From an optimization exercise on the open Yosys and OpenROAD flow, aimed at small area, a short achievable clock period and few clock cycles; shortcuts taken in it are not production practice.
RTL that was checked went through simulation tests only; none was proved equivalent to the original.
No functional check of the RTL was part of run 2.

==> flow/design.v, too long to show whole: its modules and the start of the top module <==
// module crc_channel: 3793 lines
// module crc_x2: 7 lines
module crc_channel (
    input  wire        clk,
    input  wire        rst,             
    input  wire        cmd_go,
    input  wire [2:0]  cmd_set,
    input  wire        cmd_expect_en,
    input  wire [31:0] cmd_len,
    input  wire [63:0] cmd_exp,
    input  wire        cmd_terminate,
    input  wire        in_valid,
    output wire        in_ready,
    input  wire [63:0] in_data,
    output reg         done,
    output wire [1:0]  state,
    output reg  [7:0]  code,
    output reg         match,
    output reg  [63:0] result
);
  // ...
==> flow/flow/run.sh <==
#!/bin/bash
# The standard layout (standard.sh: standard synthesis, floorplan, placement,
# CTS, routing, finish), with one change: the buffers that buffer_ports puts on
# every input and output port are sky130_fd_sc_hd__buf_2 cells instead of the
# cell buffer_ports picks by itself (clkdlybuf4s50_1, a delay cell).
# make's full output goes to flow_make.log here; each ORFS step also writes its
# own log under orfs/logs/.
set -euo pipefail
bash standard.sh 'BUFFER_PORTS_ARGS=-buffer_cell sky130_fd_sc_hd__buf_2' finish > flow_make.log 2>&1
==> flow/standard.sh <==
#!/bin/bash
# synth_recipe.tcl (not shown) runs the flow's synth.tcl, then flattens the netlist and writes it again
# the make line also repeats each setting of config.mk as NAME=value (left out here)
make -C /OpenROAD-flow-scripts/flow DESIGN_CONFIG=/design/flow/config.mk WORK_HOME=/design/flow/orfs CLKGATE_MAP_FILE= SYNTH_SCRIPT=/design/flow/synth_recipe.tcl "${@:-finish}"
==> flow/config.mk <==
export PLATFORM = sky130hd
export DESIGN_NAME = crc_channel
export DESIGN_NICKNAME = crc_channel
export VERILOG_FILES = /design/flow/design.v
export SDC_FILE = /design/flow/constraint.sdc
export NUM_CORES = 4
export LEC_CHECK = 0
export CAP_MARGIN = 20
export CORE_MARGIN = 2
export CORE_UTILIZATION = 40
export SLEW_MARGIN = 20
export SYNTH_HIERARCHICAL = 1
==> flow/constraint.sdc <==
create_clock -name core_clock -period 20.0 [get_ports {clk}]
set_input_delay 4.0000 -clock core_clock [delete_from_list [all_inputs] [get_ports {clk}]]
set_output_delay 4.0000 -clock core_clock [all_outputs]
set_load 0.01 [all_outputs]
==> flow_summary.yaml, run 1 <==
clocking:
  hold_buffers: 0
  tritoncts: "built"
  cts_max_level: 2
global_route:
  antenna_found_initial: 10
  grtUsageMet1_pct: 59.3
  grt_pass1_vias: 30085
yosys:
  synth_cell_types: 69
  synth.mux.area_fraction_pct: 5.49
  yosys-top-cells-count: "1774 x xor2_1, 313 x nand2_1, 226 x edfxtp_1"
  ys_ff_latch: 367
routing:
  highest_layer: "met5"
  vias: 32282
  met1_length_um: 84500
setup_path:
  critical_path.most_common_cell: "xor2_1"
  worstPathRequired_ns: 20.27
  critPathSlowestCell: "a222oi_1"
  path_cells: "mux2i_1 -> xnor2_4 -> buf_4 -> xor2_2 -> buf_4 -> xor2_1 -> xor2_1 -> buf_4 -> xor2_1 -> xor2_1 -> xor2_1 -> a222oi_1 -> a31oi_1"
timing:
  worst_slack_ns: 13.67
  fin_skew_ns: 0.0344
  hold_viol: 0
outcome:
  status: "finished clean"
layout:
  num-nonclk-inverters: 21
place:
  port_buffers: 240
floorplanning:
  pin_count: 246
Testbench counts, summed over its fixed seeds: cycles 18,581.
==> run 2: changes to the inputs <==
--- a/flow/design.v
+++ b/flow/design.v
@@ -16,39 +16,43 @@
     output reg         match,
     output reg  [63:0] result
 );
     localparam [7:0] DONE_OK          = 8'h00;
     localparam [7:0] REJECTED_INVALID = 8'h10;
     localparam [7:0] ABORTED_FAULT    = 8'h21;
     localparam [7:0] FAILED_CHECK     = 8'h32;
     reg        run_q;       
+    reg        st_q;        
     reg        rdy_q;       
     reg        valid_q;     
     reg        pend_q;      
     reg [4:0]  sel_q;       
     reg [2:0]  k_q;         
     reg [7:0]  mask_q;      
     reg        exp_en_q;
     reg [63:0] xexp_q;      
     reg [31:3] rem_q;       
-    reg [63:0] rot_q;       
-    reg [63:0] prev_q;      
+    reg [63:0] head_q;      
+    reg [55:0] tail_q;      
+    reg [55:0] prev_q;      
     reg [63:0] crc_q;       
     wire [2:0]   kin    = run_q ? k_q : cmd_len[2:0];
     wire [127:0] dd     = {in_data, in_data};
     wire [63:0]  rot_in = dd >> {kin, 3'b000};
-    wire [63:0]  window;
+    wire [7:0]   m_in;
+    wire [63:0]  head_in, tail_in;
     genvar gj;
     generate
         for (gj = 0; gj < 8; gj = gj + 1) begin : g_win
-            assign window[8*gj +: 8] = mask_q[gj] ? rot_q[8*gj +: 8] : prev_q[8*gj +: 8];
+            assign head_in[8*gj +: 8] = m_in[gj] ? rot_in[8*gj +: 8] : 8'h00;
+            assign tail_in[8*gj +: 8] = m_in[gj] ? 8'h00 : rot_in[8*gj +: 8];
         end
     endgenerate
-    wire [63:0]  x = window ^ crc_q;
+    wire [63:0]  x = head_q ^ {8'h00, prev_q} ^ crc_q;
     wire c0;
     crc_x2 u_c0 (.a(x[12]), .b(x[13]), .y(c0));
     wire c1;
     crc_x2 u_c1 (.a(x[18]), .b(x[36]), .y(c1));
     wire c2;
     crc_x2 u_c2 (.a(x[14]), .b(x[42]), .y(c2));
     wire c3;
     crc_x2 u_c3 (.a(x[11]), .b(x[32]), .y(c3));
@@ -3672,16 +3676,23 @@
     wire       last    = (rem_q[31:4] == 28'd0) && !(rem_q[3] && knz);
     wire       gt16    = (rem_q[31:5] != 27'd0) || (rem_q[4] && (rem_q[3] || knz));
     wire [4:0] sel_in  = (cmd_set == 3'd0) ? 5'b00001 :
                          (cmd_set == 3'd1) ? 5'b00010 :
                          (cmd_set == 3'd2) ? 5'b00100 :
                          (cmd_set == 3'd3) ? 5'b01000 : 5'b10000;
     wire [63:0] xo_in  = {32'h0, {24{sel_in[0] | sel_in[1]}}, {8{sel_in[0] | sel_in[1] | sel_in[3]}}};
     wire [2:0]  p_in   = 3'd0 - cmd_len[2:0];
+    wire [7:0]  mask_in;
+    generate
+        for (gj = 0; gj < 8; gj = gj + 1) begin : g_mask
+            assign mask_in[gj] = (gj >= p_in);
+        end
+    endgenerate
+    assign m_in = run_q ? mask_q : mask_in;
     wire [7:0]  k_in;
     genvar gk;
     generate
         for (gk = 0; gk < 8; gk = gk + 1) begin : g_k
             assign k_in[gk] = (cmd_len[2:0] == gk);
         end
     endgenerate
     wire [63:0] ist0 = ({64{k_in[0]}} & 64'h00000000FFFFFFFF) |
@@ -3715,40 +3726,41 @@
                       ({64{k_in[4]}} & 64'h000000000000005A) |
                       ({64{k_in[5]}} & 64'h0000000000000041) |
                       ({64{k_in[6]}} & 64'h00000000000000C9) |
                       ({64{k_in[7]}} & 64'h000000000000007D);
     wire [63:0] ist4 = 64'h0;
     wire [63:0] init_in = ({64{sel_in[0]}} & ist0) | ({64{sel_in[1]}} & ist1) | ({64{sel_in[2]}} & ist2) | ({64{sel_in[3]}} & ist3) | ({64{sel_in[4]}} & ist4);
     integer i;
     assign in_ready = rdy_q;
-    assign state    = {1'b0, run_q};
+    assign state    = {1'b0, st_q};
     always @(posedge clk) begin
-        rot_q   <= rot_in;
+        head_q  <= head_in;
+        tail_q  <= tail_in[55:0];
         valid_q <= take;
         if (idle) begin
             sel_q    <= sel_in;
             k_q      <= cmd_len[2:0];
-            for (i = 0; i < 8; i = i + 1)
-                mask_q[i] <= (i >= p_in);
+            mask_q   <= mask_in;
             exp_en_q <= cmd_expect_en;
             xexp_q   <= cmd_exp ^ xo_in;
             rem_q    <= cmd_len[31:3];
         end else if (proc) begin
             rem_q    <= rem_q - 29'd1;
         end
         if (idle)
             crc_q <= init_in;
         else if (proc)
             crc_q <= st_new;
-        prev_q  <= proc ? rot_q : (run_q ? prev_q : 64'h0);
+        prev_q  <= proc ? tail_q : (run_q ? prev_q : 56'h0);
     end
     always @(posedge clk) begin
         if (rst) begin
             run_q  <= 1'b0;
+            st_q   <= 1'b0;
             rdy_q  <= 1'b1;
             pend_q <= 1'b0;
             done   <= 1'b0;
             code   <= 8'h00;
             match  <= 1'b0;
             result <= 64'h0;
         end else begin
             done <= 1'b0;
@@ -3759,34 +3771,37 @@
                     if (invalid) begin
                         code <= REJECTED_INVALID;
                         done <= 1'b1;
                     end else if (len0) begin
                         code <= DONE_OK;
                         done <= 1'b1;
                     end else begin
                         run_q <= 1'b1;
+                        st_q   <= 1'b1;
                     end
                 end
             end else if (cmd_terminate) begin
                 code   <= ABORTED_FAULT;
                 done   <= 1'b1;
                 run_q  <= 1'b0;
+                st_q   <= 1'b0;
                 rdy_q  <= 1'b1;
                 pend_q <= 1'b0;
             end else if (pend_q) begin
                 result <= res_new;
                 if (exp_en_q) begin
                     match <= eq;
                     code  <= eq ? DONE_OK : FAILED_CHECK;
                 end else begin
                     code  <= DONE_OK;
                 end
                 done   <= 1'b1;
                 run_q  <= 1'b0;
+                st_q   <= 1'b0;
                 rdy_q  <= 1'b1;
                 pend_q <= 1'b0;
             end else begin
                 pend_q <= proc && last;
                 rdy_q  <= valid_q ? (take ? gt16 : !last) : (take ? !last : 1'b1);
             end
         end
     end
==> run 2 against run 1 <==
  * Still clean
  * Count of clock-buffer cells in the layout increased by 19
  * Non-clock buffer count shrank 6
  * Flip-flop and latch count increased by 58
  * Routed wire length grew 5.6%
  * Hold slack better by 0.0026 ns
  * Utilization decreased by 0.23 points
  * First-iteration DRC count grew 4.3%
  * Fmax decreased by 4.3%
  * Critical path type is now in -> reg
==> flow_summary.yaml, run 2 <==
yosys:
  synth_cell_types: 77
  synth.most_common_cell: "xor2_1"
  yosys-top-cells-count: "1767 x xor2_1, 255 x nor2_1, 219 x edfxtp_1"
  ys.flop_type: "edfxtp_1"
  ys_ff_latch: 425
  synth.mux.area_fraction_pct: 5.39
  synth_area_leaders: "xor2_1 42%, edfxtp_1 18%, dfxtp_1 11%, mux2i_1 5.3%, xnor2_1 4.2%"
  synth_area_leader_cell: "xor2_1"
  synth_cells: 3904
  yosys_warnings: 7
  synthAdderAreaFrac_pct: 0.305
  syn_area_mm2: 0.0369
  synth_area_per_cell_um2: 9.45
  synth_edf_count: 219
  synth_top_family_by_area: "XOR/XNOR gates"
  synth_xor_area_share_pct: 46.1
  synth_compound_area_share_pct: 7.49
  ys_seq_area_share_pct: 29.0
  synth_top_area_share_pct: 42.0
  ys_async_sr_fraction_pct: 0
  synth-simple-area-share_pct: 9.37
floorplanning:
  die_area_mm2: 0.0947
  core-area_mm2: 0.0915
  die_w_um: 308
  num_rows: 111
  die_height_um: 308
  initial_core_util_pct: 40.3
  pin_count: 246
clocking:
  cts_resized: 0
  insertion_delay_ns: 0.63
  path_clk_slew_ns: 0.06
  cts.path.max_buffers: 3
  cts_sinks: 425
  clock-root-buffer: "clkbuf_16"
  cts_setup_buffers: 0
  hold_buffers: 0
  cts_max_level: 2
  tritoncts: "built"
  cts_buffers: 49
setup_path:
  worstPathRequired_ns: 20.55
  critical_path_class: "in -> reg"
  critical_path.most_common_cell: "nor2_1"
  startpoint_type: "primary input"
  path_cells: "buf_2 -> inv_1 -> ha_1 -> nor2_1 -> a211oi_1 -> a21oi_1 -> clkinv_1 -> nor2_1"
  rrSetupSlack_ns: 13.79
  worstSetupEndpointType: "register"
  ff2ff_path_depth: 11
  crit_arrival_ns: 7.17
  critPathSlowestCell: "nor2_1"
  critical_path.max_fanout: 18
  cpPeakStageDelay_ns: 0.59
place:
  gp_congestion: 1.09
  dpl_cell_area_mm2: 0.0413
  dp_slack_ns: 12.91
  port_buffers: 240
  dpl.hpwl_um: 173000
routing:
  wl_per_cell_um: 40.7
  via_per_inst: 6.03
  ant_nets: 0
  vias: 33165
  drt_iter0_markers: 5345
  firstDrtPassIters: 8
  drc_errors: 0
  routed_wl_um: 224000
layout:
  finalInstanceArea_mm2: 0.0431
  area_delta_synth_final_pct: 16.9
  drive_above_1_share_pct: 15.6
  fin_nets: 4446
  final_cell_mix: "1708 x xor2_1, 254 x nor2_1, 246 x buf_4, 240 x buf_2, 219 x edfxtp_1"
  final_common_cell: "xor2_1"
global_route:
  grt-ovfl-total: 0
  grt_pass1_wl_um: 288000
  grt_pass1_vias: 30877
  antenna_found_initial: 15
  grt_max_degree: 76
  grt_usage_pct: 46.1
timing:
  tightestPinTransition_ns: 1.32
  setup_viol: 0
  finalCriticalPeriod_ns: 6.61
  fin_skew_ns: 0.0476
  finalSetupTns_ns: 0
  drv_slew: 0
  rsz0062_at_grt: "false"
  hold_viol: 0
  worst_slack_ns: 13.39
  max_freq_mhz: 151
  max_slew_margin_pct: 11.9
  post-route-period-util_pct: 33.1
flow_run:
  maxCapViolations: 0
worst_hold_path:
  hold_class: "reg -> reg"
  hold_path_depth: 2
outcome:
  status: "finished clean"
run 2: metal layers:
| layer | part of all wire [%] | vias up | global-route usage [%] | wire (µm) |
|---|---|---|---|---|
| met5 | 0.10 | - | 1.34 | 230 |
| met4 | 8.4 | 12 | 31.6 | 18800 |
| met3 | 12 | 653 | 15.8 | 27300 |
| met2 | 39 | 2389 | 63.4 | 87900 |
| met1 | 40 | 16279 | 60.1 | 89600 |
| li1 | - | 13832 | - | - |
run 2: cells by family (layout without fill, tap and decap cells):
kind of cell	after synthesis	after routing
muxes	198	198
xor gates and xnor gates	1942	1942
buffers and inverters	200	601
adders and majority gates	9	9
and+or+nand+nor	711	711
other	1	13
AOI/OAI and AO/OA	418	418
DFF	425	425
run 2: critical path: cells and delay by family:
family | cells | cell delay [ns]
fa+ha+maj | 1 | 0.46
simple gates | 2 | 0.79
compound gates | 2 | 0.77
buf+inv | 3 | 1.12
run 2: path summary, 6_finish.rpt:
| check | startpoint | to |
|---|---|---|
| setup / recovery | cmd_len[0] | tail_q[20]$_SDFF_PP0_ |
| hold / removal | result[43]$_SDFFE_PP0P_ | result[43]$_SDFFE_PP0P_ |
| setup reg to reg | crc_q[61]$_SDFFCE_PN0P_ | crc_q[3]$_DFFE_PP_ |
| hold reg to reg | result[43]$_SDFFE_PP0P_ | result[43]$_SDFFE_PP0P_ |
run 2: Yosys stat by module, one instance, submodules excluded:
module | cells inside | flip-flops and latches | area, µm² | copies in the design
crc_channel | 2162 | 425 | 21600 | 1
crc_x2 | 1 | 0 | 8.76 | 1742
run 2: area by class of cell:
class / instances / area [µm²]
clock buffers: 71 / 1480
flip-flops and latches: 425 / 10700
repair buffers: 486 / 3050
multi-input cells: 3283 / 26000
inverters: 23 / 88.8
well taps: 1186 / 1480
diodes: 8 / 20.0
fillers: 8880 / 48400
clock inverters: 21 / 278
run 2: through the flow:
stage,instances,hold WS (ns),util (%)
floorplan,3908,0.450,-
global placement,5403,0.437,45.1
detailed placement,5403,0.445,45.1
CTS,5495,0.452,47.1
global route,5497,0.473,47.1
finish,5503,0.451,47.1

[re-timing with driven ports]
The flow's constraints put no driver on any port. The routed layouts listed below were extracted and timed again, unchanged, in two steps.
Step 1 sets driving cells, clkbuf_16 on the clock port and buf_2 on the other inputs (assumed; they add their load-dependent delay and slew).
Step 2 also shifts input and output timing later by t, the mid clock arrival at the registers, as if the neighbouring blocks saw the same clock.
Slacks: ideal / step 1 / step 2; pairs: ideal / step 1.
| run | t, ns | setup slack, ns | clock arrival spread, ns | slew at the worst register clock pin (ns) | pins driven straight from the clock port |
|---|---|---|---|---|---|
| run 1 | 0.643 | 13.670 / 13.659 / 13.016 | 0.035 / 0.035 | 0.07 / 0.07 | 1 |
| run 2 | 0.679 | 13.385 / 13.427 / 12.748 | 0.049 / 0.049 | 0.07 / 0.07 | 1 |
After both steps setup and hold are still met in every run listed. The setup slack of run 1, which loses most, moves by -0.011 ns with the drivers and by -0.654 ns with both steps.
